Background: an optimization exercise with open tools, aiming at small area, a short achievable clock period and few clock cycles per item. Do not read the settings as production practice. Where RTL was checked, it was by simulation tests only, not by an equivalence proof against the original. No activity file was given, so power comes from the tool's default toggle rates.

// feq_recip
module feq_recip (
    input  wire        clk,
    input  wire        rst,         
    input  wire        in_valid,
    output wire        in_ready,
    input  wire [15:0] a_raw,       
    input  wire [15:0] b_raw,       
    output reg         out_valid,
    input  wire        out_ready,
    output wire [31:0] out_re,      
    output wire [31:0] out_im,      
    output reg  [3:0]  out_sh,      
    output reg         out_dead
);
For scale: ~3200 cells after synthesis, ~410 flip-flops, about 30000 µm² of cells after synthesis.
==> flow/config.mk <==
export PLATFORM = sky130hd
export DESIGN_NAME = feq_recip
export DESIGN_NICKNAME = feq_recip
export VERILOG_FILES = /design/flow/design.v
export SDC_FILE = /design/flow/constraint.sdc
export NUM_CORES = 4
export LEC_CHECK = 0
export CAP_MARGIN = 20
export CORE_MARGIN = 2
export CORE_UTILIZATION = 60
export SLEW_MARGIN = 20
export SYNTH_HIERARCHICAL = 0
==> flow/constraint.sdc <==
create_clock -name core_clock -period 12.0 [get_ports {clk}]
set_input_delay 2.4000 -clock core_clock [delete_from_list [all_inputs] [get_ports {clk}]]
set_output_delay 2.4000 -clock core_clock [all_outputs]
set_load 0.01 [all_outputs]
standard.sh (not shown) runs the stock make flow with config.mk's settings and CLKGATE_MAP_FILE= SYNTH_SCRIPT=/design/flow/synth_recipe.tcl, a recipe that flattens the netlist after the stock synthesis.
==> flow/flow/run.sh <==
#!/bin/bash
# Standard ORFS layout, with timing repair asked to leave extra setup
# slack (the clock and constraints are the design's own).
set -euo pipefail
export SETUP_SLACK_MARGIN=${MARGIN:-7}
bash standard.sh > standard.log 2>&1 || { tail -50 standard.log; exit 1; }
Testbench counts at the start, summed over its fixed seeds: cycles 36,196, items 2,400.
Edit:
--- a/flow/flow/run.sh
+++ b/flow/flow/run.sh
@@ -5 +5 @@
-export SETUP_SLACK_MARGIN=${MARGIN:-7}
+export SETUP_SLACK_MARGIN=${MARGIN:-8}
CORE_UTILIZATION = 40   (was 60)
The new run went through all stages and came out clean.
Count of clock-buffer cells in the layout goes down by 5.
Area after synthesis is unchanged.
Utilization goes down by 17 points.
Cell count goes up by 13%.
Die area goes up by 49%.
Via count goes up by 2.0%.
Global-route usage goes down by 9.1 points.
Flip-flop and latch count is unchanged.
Worst hold slack loses 46 ps.
Routed wire length goes up by 6.3%.
Register-to-register slack gains 270 ps.


Starting RTL as in the previous note.
Settings: LEC_CHECK=0, CAP_MARGIN=20, CORE_MARGIN=2, CORE_UTILIZATION=40, CTS_BUF_LIST=sky130_fd_sc_hd__clkbuf_4 sky130_fd_sc_hd__clkbuf_8, CTS_CLUSTER_SIZE=30, SLEW_MARGIN=20, SYNTH_HIERARCHICAL=0; clock period 12.0 ns.
==> flow/flow/run.sh <==
#!/bin/bash
# Standard ORFS layout, with timing repair asked to leave extra setup
# slack (the clock and constraints are the design's own).
set -euo pipefail
export SETUP_SLACK_MARGIN=${MARGIN:-7}
bash standard.sh > standard.log 2>&1 || { tail -50 standard.log; exit 1; }
Testbench counts at the start, summed over its fixed seeds: cycles 36,196, items 2,400.
Rerun with:
Settings changed: CTS_BUF_LIST sky130_fd_sc_hd__clkbuf_4 sky130_fd_sc_hd__clkbuf_8 to not set, CTS_CLUSTER_SIZE 30 to not set.
Result: The new run finished clean; total power rose by a few percent; count of clock-buffer cells in the layout came out lower by 39; cell count is lower slightly; core utilization barely changes; clock power came out higher by roughly a tenth; worst hold slack got worse by 0.022 ns.
Rerun with:
--- a/flow/flow/run.sh
+++ b/flow/flow/run.sh
@@ -4,3 +4,3 @@
 set -euo pipefail
-export SETUP_SLACK_MARGIN=${MARGIN:-7}
+export SETUP_SLACK_MARGIN=${MARGIN:-7.5}
 bash standard.sh > standard.log 2>&1 || { tail -50 standard.log; exit 1; }
Global-route usage rises by 1.1 points.
Worst hold slack is better by 0.010 ns.
Fmax rises by a few percent.
Combinational power rises by about a fifth.
Cell area rises by a few percent.
Setup slack is better by 0.17 ns.
Sequential power falls by a few percent.
Critical path depth falls by 1.
Die area is unchanged.
Power rises by a few percent.
Utilization rises by 1.8 points.


== the reference run ==
Starting RTL as in the previous note.
==> flow/design.v (excerpt) <==
module feq_recip (
    input  wire        clk,
    input  wire        rst,         
    input  wire        in_valid,
    output wire        in_ready,
    input  wire [15:0] a_raw,       
    input  wire [15:0] b_raw,       
    output reg         out_valid,
    input  wire        out_ready,
    output wire [31:0] out_re,      
    output wire [31:0] out_im,      
    output reg  [3:0]  out_sh,      
    output reg         out_dead
);
    reg         s1_busy;
    reg         s1_prep;            
    reg  [3:0]  s1_cnt;             
    reg         sqm;                
    reg         dead1;
    reg  [3:0]  hp;                 
    reg         e2_r, ez_r;         
    reg  [15:0] as_r, bs_r;
    reg  [31:0] sq_r;               
    reg  [2:0]  ca, cb;             
    wire   s1_load;
    assign in_ready = s1_load;
    wire s1_fin = (s1_cnt == 4'd9);
    wire a_small = (a_raw[15:1] == 15'd0) | (a_raw == 16'hFFFF);
    wire b_small = (b_raw[15:1] == 15'd0) | (b_raw == 16'hFFFF);
    wire red2 = (as_r[15] == as_r[14]) & (bs_r[15] == bs_r[14]);
    wire red3 = ((as_r[15:13] == 3'b000) | (as_r[15:13] == 3'b111)) &
                ((bs_r[15:13] == 3'b000) | (bs_r[15:13] == 3'b111));
  ...
Settings: LEC_CHECK=0, CAP_MARGIN=20, CORE_MARGIN=2, CORE_UTILIZATION=40, SLEW_MARGIN=20, SYNTH_HIERARCHICAL=0; clock period 12.0 ns.
==> flow/flow/run.sh <==
#!/bin/bash
# Standard ORFS layout, with timing repair asked to leave extra setup
# slack (the clock and constraints are the design's own).
set -euo pipefail
export SETUP_SLACK_MARGIN=${MARGIN:-6.5}
bash standard.sh > standard.log 2>&1 || { tail -50 standard.log; exit 1; }
The final layout from the reference run, which completed every stage, passed the timing, design-rule and antenna checks at the end of the flow.
Testbench counts of the reference run, summed over its fixed seeds: cycles 36,196, items 2,400.
Input changes introduced in the trial run (baseline for comparison: the reference run):
==> flow/run.sh (new file) <==
#!/bin/bash
# synth_recipe.tcl (not shown) runs the flow's synth.tcl, then flattens the netlist and writes it again
# the make line also repeats each setting of config.mk as NAME=value (left out here)
make -C /OpenROAD-flow-scripts/flow DESIGN_CONFIG=/design/flow/config.mk WORK_HOME=/design/flow/orfs CLKGATE_MAP_FILE= SYNTH_SCRIPT=/design/flow/synth_recipe.tcl finish
-- flow/config.mk --
<<< the reference run, line 9
export CORE_MARGIN = 2
export CORE_UTILIZATION = 40
export SLEW_MARGIN = 20
export SYNTH_HIERARCHICAL = 0
>>> the trial run, line 9
export CORE_MARGIN = 2
export CORE_UTILIZATION = 40
export SETUP_SLACK_MARGIN = 5
export SLEW_MARGIN = 20
export SYNTH_HIERARCHICAL = 0
removed: flow/flow/run.sh
removed: flow/standard.sh
### Flow results
In terms of cell count, the trial run and the reference run differ only marginally.
For total area of sequential cells, the reference run and the trial run come out practically identical.
Worst endpoint data arrival time was higher in the run labelled the trial run.
On cell area after layout, the reference run loses to the trial run.
Layout buffering overhead excluding clock cells, the trial run and the reference run, lower one = the trial run.
Against the reference run, the trial run reports a non-clock buffer count that is lower.
The trial run -> the reference run: total congestion overflow delta 0, exact match
Delta (the trial run minus the reference run): utilization after layout moved down; worst hold slack about even; number of well-tap cells placed has remained practically unchanged; total wire length after detailed routing moved down.
met4 as the top layer used by detailed routing was reported by the trial run, and met5 by the reference run.


Another version of the RTL of feq_recip (not shown whole).
Size: roughly 3400 cells after synthesis, about 410 flip-flops, about 0.031 sq mm of cells after synthesis.
## feq_recip
module feq_recip (
    input  wire        clk,
    input  wire        rst,         
    input  wire        in_valid,
    output wire        in_ready,
    input  wire [15:0] a_raw,       
    input  wire [15:0] b_raw,       
    output reg         out_valid,
    input  wire        out_ready,
    output wire [31:0] out_re,      
    output wire [31:0] out_im,      
    output reg  [3:0]  out_sh,      
    output reg         out_dead
);
make LEC_CHECK=0 CAP_MARGIN=20 CORE_MARGIN=2 CORE_UTILIZATION=40 SETUP_SLACK_MARGIN=5 SLEW_MARGIN=20 SYNTH_HIERARCHICAL=0 finish   # period 12.0 ns
run.sh (not shown) runs the stock make flow with config.mk's settings and CLKGATE_MAP_FILE= SYNTH_SCRIPT=/design/flow/synth_recipe.tcl, a recipe that flattens the netlist after the stock synthesis.
Stock flow here: none of the scripts above is used.
Testbench counts at the start, summed over its fixed seeds: cycles 38,596, items 2,400.
==> next run, changes <==
==> flow/flow/run.sh (new file) <==
#!/bin/bash
# Standard ORFS layout, with timing repair asked to leave extra setup
# slack (the clock and constraints are the design's own).
set -euo pipefail
export SETUP_SLACK_MARGIN=${MARGIN:-8}
bash standard.sh > standard.log 2>&1 || { tail -50 standard.log; exit 1; }
==> flow/standard.sh (new file) <==
#!/bin/bash
# synth_recipe.tcl (not shown) runs the flow's synth.tcl, then flattens the netlist and writes it again
# the make line also repeats each setting of config.mk as NAME=value (left out here)
make -C /OpenROAD-flow-scripts/flow DESIGN_CONFIG=/design/flow/config.mk WORK_HOME=/design/flow/orfs CLKGATE_MAP_FILE= SYNTH_SCRIPT=/design/flow/synth_recipe.tcl "${@:-finish}"
--- a/flow/config.mk
+++ b/flow/config.mk
@@ -10,3 +10,2 @@
 export CORE_UTILIZATION = 40
-export SETUP_SLACK_MARGIN = 5
 export SLEW_MARGIN = 20
removed: flow/run.sh
After rerunning: The new run finished clean; worst setup slack improves by 1.3 ns; clock skew is about the same; utilization increases by 6.4 points; synthesized area does not change; total power increases by about 21%; die area stays the same; routed wire length increases by about 12%; non-clock buffer count increases by 245; global-route usage increases by 1.7 points.


Setup of old:
feq_recip, a different RTL version from the one above (not shown whole).
Size: ~2900 cells after synthesis, roughly 290 flip-flops, roughly 110 I/O pins.
Design feq_recip, start of the top module:
module feq_recip (
    input  wire        clk,
    input  wire        rst,         
    input  wire        in_valid,
    output wire        in_ready,
    input  wire [15:0] a_raw,       
    input  wire [15:0] b_raw,       
    output reg         out_valid,
    input  wire        out_ready,
    output wire [31:0] out_re,      
    output wire [31:0] out_im,      
    output reg  [3:0]  out_sh,      
    output reg         out_dead
);
clock: 12.0 ns
lec_check: 0
abc_clock_period_in_ps: 4000
cap_margin: 20
core_margin: 2
core_utilization: 40
setup_slack_margin: 5
slew_margin: 20
synth_hierarchical: 0
Stock flow here: none of the scripts above is used.
Modified inputs, new compared to old
# old
export LEC_CHECK = 0
export ABC_CLOCK_PERIOD_IN_PS = 4000
export CAP_MARGIN = 20
export CORE_MARGIN = 2
export CORE_UTILIZATION = 40
export SETUP_SLACK_MARGIN = 5
export SLEW_MARGIN = 20
export SYNTH_HIERARCHICAL = 0
create_clock -name core_clock -period 12.0 [get_ports {clk}]
# new
export LEC_CHECK = 0
export CAP_MARGIN = 20
export CORE_MARGIN = 2
export CORE_UTILIZATION = 40
export SLEW_MARGIN = 20
export SYNTH_HIERARCHICAL = 0
create_clock -name core_clock -period 12.0 [get_ports {clk}]
--- outcome ---
Changes observed in new relative to old: area overhead of the layout relative to synthesis now sits higher, final worst slack now sits lower, largest fanout on the critical path now sits lower, worst-case vdd ir drop now sits lower.
new and old ended up with roughly the same number of fill cells.
Function was not checked in any run of this note: the RTL went through the layout flow alone.


feq_recip, a different RTL version from the one above (not shown whole).
Size in the first run: roughly 3,200 cells after synthesis, roughly 410 flip-flops, ~110 I/O pins, about 30,000 sq um of cells after synthesis.
clock: 12.0 ns
lec_check: 0
cap_margin: 20
core_margin: 2
core_utilization: 40
setup_slack_margin: 5
slew_margin: 20
synth_hierarchical: 0
Edit:
==> flow/flow/run.sh (new file) <==
#!/bin/bash
# Standard ORFS layout, with timing repair asked to leave extra setup
# slack (the clock and constraints are the design's own).
set -euo pipefail
export SETUP_SLACK_MARGIN=${MARGIN:-7}
bash standard.sh > standard.log 2>&1 || { tail -50 standard.log; exit 1; }
==> flow/standard.sh (new file) <==
#!/bin/bash
# synth_recipe.tcl (not shown) runs the flow's synth.tcl, then flattens the netlist and writes it again
# the make line also repeats each setting of config.mk as NAME=value (left out here)
make -C /OpenROAD-flow-scripts/flow DESIGN_CONFIG=/design/flow/config.mk WORK_HOME=/design/flow/orfs CLKGATE_MAP_FILE= SYNTH_SCRIPT=/design/flow/synth_recipe.tcl "${@:-finish}"
Settings changed: SETUP_SLACK_MARGIN 5 to unset.
removed: flow/run.sh
The changed run produced a clean layout.
Power grows by a few percent.
Fmax grows by a quarter to a third.
Count of clock-buffer cells in the layout does not change.
Synthesized area stays the same.
Worst hold slack degrades by 0.026 ns.
Cell area grows by a few percent.
Register-to-register slack improves by 1.0 ns.
First-iteration DRC count hardly moves.
Cell count grows slightly.
Flip-flop and latch count does not change.
Routed wire length grows by a few percent.
Edit:
--- a/flow/flow/run.sh
+++ b/flow/flow/run.sh
@@ -5 +5 @@
-export SETUP_SLACK_MARGIN=${MARGIN:-7}
+export SETUP_SLACK_MARGIN=${MARGIN:-8}
Routed wire length increases by 8.6%.
Die area does not change.
Synthesized area does not change.
Clock-buffer cell count increases by 1.
Via count increases by 4.9%.
Maximum frequency increases by 6.4%.
No run of this note included a check of the RTL's function; only the layout flow was run.


Another version of the RTL of feq_recip (not shown whole).
For scale: ~3400 cells after synthesis, about 400 flip-flops, ~0.031 mm^2 of cells after synthesis.
## feq_recip
module feq_recip (
    input  wire        clk,
    input  wire        rst,         
    input  wire        in_valid,
    output wire        in_ready,
    input  wire [15:0] a_raw,       
    input  wire [15:0] b_raw,       
    output reg         out_valid,
    input  wire        out_ready,
    output wire [31:0] out_re,      
    output wire [31:0] out_im,      
    output reg  [3:0]  out_sh,      
    output reg         out_dead
);
==> flow/config.mk <==
export PLATFORM = sky130hd
export DESIGN_NAME = feq_recip
export DESIGN_NICKNAME = feq_recip
export VERILOG_FILES = /design/flow/design.v
export SDC_FILE = /design/flow/constraint.sdc
export NUM_CORES = 4
export LEC_CHECK = 0
export CAP_MARGIN = 20
export CORE_MARGIN = 2
export CORE_UTILIZATION = 40
export SLEW_MARGIN = 20
export SYNTH_HIERARCHICAL = 0
==> flow/constraint.sdc <==
create_clock -name core_clock -period 12.0 [get_ports {clk}]
set_input_delay 2.4000 -clock core_clock [delete_from_list [all_inputs] [get_ports {clk}]]
set_output_delay 2.4000 -clock core_clock [all_outputs]
set_load 0.01 [all_outputs]
Stock flow here: none of the scripts above is used.
The starting point completed without violations.
Change:
==> flow/flow/run.sh (new file) <==
#!/bin/bash
# Standard ORFS layout, with timing repair asked to leave extra setup
# slack (the clock and constraints are the design's own).
set -euo pipefail
export SETUP_SLACK_MARGIN=${MARGIN:-8}
bash standard.sh > standard.log 2>&1 || { tail -50 standard.log; exit 1; }
==> flow/standard.sh (new file) <==
#!/bin/bash
# synth_recipe.tcl (not shown) runs the flow's synth.tcl, then flattens the netlist and writes it again
# the make line also repeats each setting of config.mk as NAME=value (left out here)
make -C /OpenROAD-flow-scripts/flow DESIGN_CONFIG=/design/flow/config.mk WORK_HOME=/design/flow/orfs CLKGATE_MAP_FILE= SYNTH_SCRIPT=/design/flow/synth_recipe.tcl "${@:-finish}"
removed: flow/run.sh
What happened: Cell area came out higher by 14%; clock-buffer cell count fell by 3; total power went up by 22%.
Function was not checked in any run of this note: the RTL went through the layout flow alone.


## 08-25
Another version of the RTL of feq_recip (not shown whole).
For scale: roughly 3000 cells after synthesis, roughly 0.028 mm² of cells after synthesis.
==> flow/design.v (excerpt) <==
module feq_recip (
    input  wire        clk,
    input  wire        rst,         
    input  wire        in_valid,
    output wire        in_ready,
    input  wire [15:0] a_raw,       
    input  wire [15:0] b_raw,       
    output reg         out_valid,
    input  wire        out_ready,
    output wire [31:0] out_re,      
    output wire [31:0] out_im,      
    output reg  [3:0]  out_sh,      
    output reg         out_dead
);
    reg         s1_busy;
    reg         s1_prep;            
    reg  [3:0]  s1_cnt;             
    reg         sqm;                
    reg         dead1;
    reg  [3:0]  hp;                 
    reg  [15:0] as_r, bs_r;
    reg  [31:0] sq_r;               
    reg  [2:0]  ca, cb;             
    wire   s1_load;
    assign in_ready = s1_load;
    wire s1_fin = s1_cnt[3];
    wire a_small = (a_raw[15:1] == 15'd0) | (a_raw == 16'hFFFF);
    wire b_small = (b_raw[15:1] == 15'd0) | (b_raw == 16'hFFFF);
    wire red2 = (as_r[15] == as_r[14]) & (bs_r[15] == bs_r[14]);
    wire red3 = ((as_r[15:13] == 3'b000) | (as_r[15:13] == 3'b111)) &
                ((bs_r[15:13] == 3'b000) | (bs_r[15:13] == 3'b111));
  ...
==> flow/config.mk <==
export PLATFORM = sky130hd
export DESIGN_NAME = feq_recip
export DESIGN_NICKNAME = feq_recip
export VERILOG_FILES = /design/flow/design.v
export SDC_FILE = /design/flow/constraint.sdc
export NUM_CORES = 4
export LEC_CHECK = 0
export CAP_MARGIN = 20
export CORE_MARGIN = 2
export CORE_UTILIZATION = 40
export SLEW_MARGIN = 20
export SYNTH_HIERARCHICAL = 0
==> flow/constraint.sdc <==
create_clock -name core_clock -period 12.0 [get_ports {clk}]
set_input_delay 2.4000 -clock core_clock [delete_from_list [all_inputs] [get_ports {clk}]]
set_output_delay 2.4000 -clock core_clock [all_outputs]
set_load 0.01 [all_outputs]
standard.sh (not shown) runs the stock make flow with config.mk's settings and CLKGATE_MAP_FILE= SYNTH_SCRIPT=/design/flow/synth_recipe.tcl, a recipe that flattens the netlist after the stock synthesis.
==> flow/flow/run.sh <==
#!/bin/bash
# Standard ORFS layout, with timing repair asked to leave extra setup
# slack (the clock and constraints are the design's own).
set -euo pipefail
export SETUP_SLACK_MARGIN=${MARGIN:-7.5}
bash standard.sh > standard.log 2>&1 || { tail -50 standard.log; exit 1; }
08-25 completed every stage of the flow, and the final layout passed the timing, design-rule and antenna checks.
Testbench counts of 08-25, summed over its fixed seeds: cycles 36,188, items 2,400.
Here is what was changed in the inputs of 02-28 compared with 08-25.
diff --git a/flow/flow/run.sh b/flow/flow/run.sh
--- a/flow/flow/run.sh
+++ b/flow/flow/run.sh
@@ -5 +5 @@
-export SETUP_SLACK_MARGIN=${MARGIN:-7.5}
+export SETUP_SLACK_MARGIN=${MARGIN:-7}
--- outcome ---
02-28 reached the final stage; the timing, design-rule and antenna checks on its layout passed.
08-25 finished end to end and its layout was clean on timing, DRC and antenna.
Between 02-28 and 08-25, number of ordinary and repair buffers in the finished layout is higher for 08-25, 02-28 comes in under that.
08-25 vs 02-28, worst setup path startpoint: b3[0] vs s3_cnt[1]
Against 08-25, 02-28 comes in 0.6 points higher on relative contribution of the clock network to total power.
02-28 ended with more hold slack than 08-25.
02-28 against 08-25: register share of the cell area went up by 1.0 points; wire length on met3 now sits higher.

==> static timing again, ports no longer ideal <==
The flow's constraints put no driver on any port. The routed layouts listed below were extracted and timed again, unchanged, in two steps.
Step 1 (the two cells are an assumption about what drives the block):
set clk [get_ports {clk}]
set_driving_cell -lib_cell sky130_fd_sc_hd__clkbuf_16 $clk
set_driving_cell -lib_cell sky130_fd_sc_hd__buf_2 [delete_from_list [all_inputs] $clk]
Step 2 also shifts input and output timing later by t, the mid clock arrival at the registers, as if the neighbouring blocks saw the same clock.
Three values: ideal, step 1, step 2; two values: the first two.
run	t, ns	setup slack, ns	worst register clock-pin slew, ns
the first run of note 1	0.653	7.134 / 7.075 / 7.216	0.07 / 0.07
the second run of note 1	0.649	7.456 / 7.396 / 7.493	0.06 / 0.06
the first run of note 2	0.738	7.009 / 6.946 / 6.930	0.07 / 0.07
the second run of note 2	0.669	7.163 / 7.099 / 7.021	0.07 / 0.07
the third run of note 2	0.672	7.329 / 7.265 / 7.290	0.07 / 0.07
the reference run	0.656	6.829 / 6.764 / 6.867	0.06 / 0.06
the trial run	0.655	5.951 / 5.886 / 6.226	0.06 / 0.06
the first run of note 4	0.662	6.206 / 6.206 / 6.206	0.07 / 0.07
the second run of note 4	0.670	7.543 / 7.543 / 7.446	0.07 / 0.07
old	0.626	5.344 / 5.344 / 5.344	0.06 / 0.06
new	0.615	5.264 / 5.264 / 5.264	0.06 / 0.06
the first run of note 6	0.655	5.951 / 5.886 / 6.226	0.06 / 0.06
the second run of note 6	0.669	7.163 / 7.099 / 7.021	0.07 / 0.07
the third run of note 6	0.649	7.456 / 7.396 / 7.493	0.06 / 0.06
the first run of note 7	0.657	5.003 / 5.003 / 5.003	0.07 / 0.07
the second run of note 7	0.675	6.415 / 6.415 / 6.415	0.07 / 0.07
08-25	0.641	7.365 / 7.312 / 7.209	0.06 / 0.06
02-28	0.637	7.114 / 7.056 / 7.168	0.07 / 0.07
After both steps every run listed still meets setup and hold. The setup slack of 08-25, which loses most, moves by -0.053 ns with the drivers and by -0.156 ns with both steps.
